This design comes from an exercise in tuning for small area, a short achievable clock period and few clock cycles per item on the open sky130 flow, not from production work.
No functional check of the RTL was part of this run.

==> design.v <==
module sx12_fir (
    input  wire        clk,
    input  wire        rst,           
    input  wire [4:0]  cfg_taps,      
    input  wire [4:0]  cfg_dec,       
    input  wire        coef_we,       
    input  wire [4:0]  coef_tap,
    input  wire [31:0] coef_val,
    input  wire [4:0]  coef_shift,
    input  wire        in_valid,
    output wire        in_ready,
    input  wire [31:0] in_data,
    output reg         out_valid,
    output reg  [31:0] out_data,
    output reg         out_sat
);
    localparam S_IDLE = 2'd0;
    localparam S_MAC  = 2'd1;
    localparam S_RND  = 2'd2;
    reg  [31:0] hist   [0:31];    
    reg  [31:0] cmant  [0:31];
    reg  [4:0]  cshift [0:31];
    reg  [1:0]  state;
    reg  [4:0]  phase;            
    reg  [4:0]  k;                
    reg  signed [71:0] acc;
    integer i;
    assign in_ready = (state == S_IDLE);
    always @(posedge clk) begin
        if (coef_we) begin
            cmant[coef_tap]  <= coef_val;
            cshift[coef_tap] <= coef_shift;
        end
    end
    wire signed [31:0] x_k    = hist[k];
    wire signed [31:0] c_k    = cmant[k];
    wire signed [63:0] prod   = x_k * c_k;
    wire signed [63:0] term   = prod >>> cshift[k];
    wire signed [71:0] acc_nx = acc + {{8{term[63]}}, term};
    wire signed [71:0] rnd    = acc + 72'sd1073741824;    
    wire signed [40:0] y      = rnd[71:31];
    wire               y_hi   = (y > 41'sd2147483647);
    wire               y_lo   = (y < -41'sd2147483648);
    always @(posedge clk) begin
        if (rst) begin
            state     <= S_IDLE;
            phase     <= 5'd0;
            k         <= 5'd0;
            acc       <= 72'sd0;
            out_valid <= 1'b0;
            out_data  <= 32'd0;
            out_sat   <= 1'b0;
            for (i = 0; i < 32; i = i + 1)
                hist[i] <= 32'd0;
        end else begin
            out_valid <= 1'b0;
            case (state)
                S_IDLE: begin
                    if (in_valid) begin
                        for (i = 31; i > 0; i = i - 1)
                            hist[i] <= hist[i-1];
                        hist[0] <= in_data;
                        if (phase == cfg_dec) begin
                            phase <= 5'd0;
                            k     <= 5'd0;
                            acc   <= 72'sd0;
                            state <= S_MAC;
                        end else begin
                            phase <= phase + 5'd1;
                        end
                    end
                end
                S_MAC: begin
                    acc <= acc_nx;
                    k   <= k + 5'd1;
                    if (k == cfg_taps)
                        state <= S_RND;
                end
                default: begin
                    out_valid <= 1'b1;
                    out_sat   <= y_hi | y_lo;
                    if (y_hi)
                        out_data <= 32'h7fffffff;
                    else if (y_lo)
                        out_data <= 32'h80000000;
                    else
                        out_data <= y[31:0];
                    state <= S_IDLE;
                end
            endcase
        end
    end
endmodule
==> run.sh <==
#!/bin/bash
# synth_recipe.tcl (not shown) runs the flow's synth.tcl, then flattens the netlist and writes it again
# the make line also repeats each setting of config.mk as NAME=value (left out here)
make -C /OpenROAD-flow-scripts/flow DESIGN_CONFIG=/design/flow/config.mk WORK_HOME=/design/flow/orfs CLKGATE_MAP_FILE= SYNTH_SCRIPT=/design/flow/synth_recipe.tcl finish
==> config.mk <==
export PLATFORM = sky130hd
export DESIGN_NAME = sx12_fir
export DESIGN_NICKNAME = sx12_fir
export VERILOG_FILES = /design/flow/design.v
export SDC_FILE = /design/flow/constraint.sdc
export NUM_CORES = 4
export LEC_CHECK = 0
export CAP_MARGIN = 20
export CORE_MARGIN = 2
export CORE_UTILIZATION = 40
export SLEW_MARGIN = 20
==> constraint.sdc <==
create_clock -name core_clock -period 14.0 [get_ports {clk}]
set_input_delay 2.8000 -clock core_clock [delete_from_list [all_inputs] [get_ports {clk}]]
set_output_delay 2.8000 -clock core_clock [all_outputs]
set_load 0.01 [all_outputs]
==> notes.md <==
[area by class of cell]
type,instances,area (um^2)
Clock inverter,133,1328
Clock buffer,315,6683
Inverter,1030,3870
Antenna cell,6,15.01
Tap cell,4515,5649
Sequential cell,2331,58540
Multi-Input combinational cell,8506,70800
Timing Repair Buffer,707,6815
Fill cell,31250,182600
[sequential cells by signal (all words and copies together) (netlist names), named ones only]
name,count
cmant,1024
hist,1024
cshift,160
acc,72
out_data,32
k,5
phase,5
state,2
out_sat,1
out_valid,1
[worst min-delay path, stage by stage (launching register included)]
cell	delay [ns]
dfxtp_1	0.32
nand2_1	0.06
a21oi_1	0.05
[kinds of logic (layout without fill, tap and decap cells)]
kind of cell / count (synthesis) / in the layout / share of synthesized area (%)
xor gates and xnor gates: 182 / 182 / 1.180
and+or+nand+nor: 4065 / 4065 / 12.79
AOI/OAI and AO/OA: 2333 / 2333 / 10.97
muxes: 575 / 575 / 7.746
DFF: 2331 / 2331 / 43.32
buffers and inverters: 1895 / 2185 / 5.456
adders and majority gates: 1351 / 1351 / 18.54
other: 0 / 6 / 0
[how the worst max path moves through the flow]
stage,from,end,slack [ns],cells after the start
floorplan,flop,acc[71]$_SDFFE_PP0P_,0.001,51
global placement,k[0]$_SDFFE_PP0P_,acc[71]$_SDFFE_PP0P_,-0.09,47
detailed placement,k[0]$_SDFFE_PP0P_,acc[71]$_SDFFE_PP0P_,-0.22,47
CTS,k[0]$_SDFFE_PP0P_,acc[71]$_SDFFE_PP0P_,0.01,46
global route,k[0]$_SDFFE_PP0P_,acc[71]$_SDFFE_PP0P_,-0.12,53
finish,flop,acc[71]$_SDFFE_PP0P_,0.27,45
[repair_timing]
item	in CTS	in global routing
pin swaps	1	34
gates resized for setup	11	172
endpoints found under the setup margin	6	44
buffers inserted	6	47
endpoints found under the hold margin	0	0
[per-layer routing]
metal / wire [um] / track usage (%) / vias up
met1: 172000 / 33.34 / 49570
met5: 59 / 0 / -
met4: 12450 / 6.483 / 10
li1: - / - / 43750
met2: 188800 / 37.79 / 3758
met3: 32310 / 3.390 / 643
[cells in the final DEF (no fill, tap or decap), drive strengths merged, types with 267 or more instances in the layout]
cell type	n
nand2	2737
a21oi	1220
edfxtp	1184
dfxtp	1147
fa	1084
inv	1038
buf	589
nor2	491
mux4	370
clkbuf	315
ha	267
==> impl_metrics.ini <==
[run_status]
outcome = timing/DRC/antenna clean

[sta]
layout_min_cycle_time_ns = 13.73
worst_hold_slack_ns = 0.3931
relSlewSlack_pct = 15.13
finalSetupTns_ns = 0
fin_ws_ns = 0.2707
fin_crit_sh_pct = 98.07
drv_slew = 0
fmax_ghz = 0.07284
hold_viol_final = 0
setup_viol = 0
tightestPinTransition_ns = 1.273
fin_worst_skew_ns = 0.1449

[floorplan]
coreArea_um2 = 336300
dieArea_um2 = 342400
die_w_um = 585.1
fp.dieH_um = 585.1
initial_core_util_pct = 40.17
io_pins = 123
rows = 213

[clocking]
numCtsBuffers = 241
root_buffer = clkbuf_16
htree_levels = 4
cts_tree = built
clk_pin_slew_ns = 0.06
clkLatencyLatePin_ns = 0.98
cts.sinks = 2331
postCtsHoldBufs = 0
clockBufferDepth = 4

[synthesis]
yosys-top-cells-area = edfxtp_1, dfxtp_1, fa_1
yosysMostFrequentCell = nand2_1
yosys.area.top_type = edfxtp_1
synth_top_cell_area_share_pct = 26.32
synth_common_cells = nand2_1, a21oi_1, edfxtp_1
synthArstFlopShare_pct = 0
yosysUniqueCellTypes = 116
syn-cell-area_um2 = 135100
synthFlopType = edfxtp_1
syn_avg_cell_area_um2 = 10.61
synth_edf_count = 1184
yosysWarnings = 2
syn_inst = 12730
yosysSeqAreaShare_pct = 43.32
synthesis.nets = 14170
ys_ff_latch = 2331

[final_layout]
area_growth_pct = 13.78
num-nets-final = 14260
postLayoutCoreUtil_pct = 45.70
drive_gt1_share_pct = 13.05
final_area_um2 = 153700
fin_cells = 17540

[hold_path]
hp-class = flop to flop
hold_path_end = hist[24][8]$_SDFFE_PP0P_
holdCritStartpoint = hist[23][8]$_SDFFE_PP0P_
whs_path_depth = 2

[setup_path]
cpMostUsedCell = fa_1
cp-start-kind = flop
path_delay_family = adder cells
max_stage_delay_ns = 0.60
r2r-end = acc[71]$_SDFFE_PP0P_
r2r_slack_ns = 0.27
crit_type = flop to flop
critPathBufInv = 10
worstPathMaxFanout = 38
cp.arrival_ns = 14.48
endpoint_kind = flop
reg2reg_depth = 45
critical_path.slowest_cell = dfxtp_4
cp.required_ns = 14.76

[grt]
gr-total-overflow = 0
grt_max_degree = 240
grt_pass1_wl_um = 617000
first_global_vias = 97060
grt_usage_pct = 23.56
grt_antenna_before_repair = 12

[detailed_routing]
totalWireLength_um = 405600
vias = 97730
wl_per_cell_um = 23.12
vias_per_cell = 5.571
drc = 0
dr.pass1.iters = 8
postRouteAntennaNets = 0
drt_iter0_drc = 10570

[placed_design]
post-place-cells = 17040
port_buffers = 122
dp_hpwl_um = 267800
place_congestion = 0.8958
dpl_cell_area_um2 = 144400
pre_cts_ws_ns = -0.2232

[job]
cap_violations = 0

## static timing again, ports no longer ideal
In the flow no input, the clock included, has a driving cell. The finished layout below was timed again as built, in two steps.
Step 1 sets driving cells, clkbuf_16 on the clock port and buf_2 on the other inputs (assumed; they add their load-dependent delay and slew).
Step 2, shift: input delay + t, output delay - t, t = (earliest + latest rising clock arrival at the registers) / 2. This alone moves slack from input paths to output paths.
Slacks: no drivers / after step 1 / after step 2; pairs: no drivers / after step 1.
t, ns: 1.010
setup WS [ns]: 0.271 / 0.271 / 0.271
latest minus earliest clock arrival (ns): 0.145 / 0.145
worst register clock-pin slew, ns: 0.08 / 0.08
worst data-port slew with drivers (ns): 0.16
After both steps setup and hold are still met in this run. The setup slack of this run moves by 0.000 ns with the drivers and by 0.000 ns with both steps.
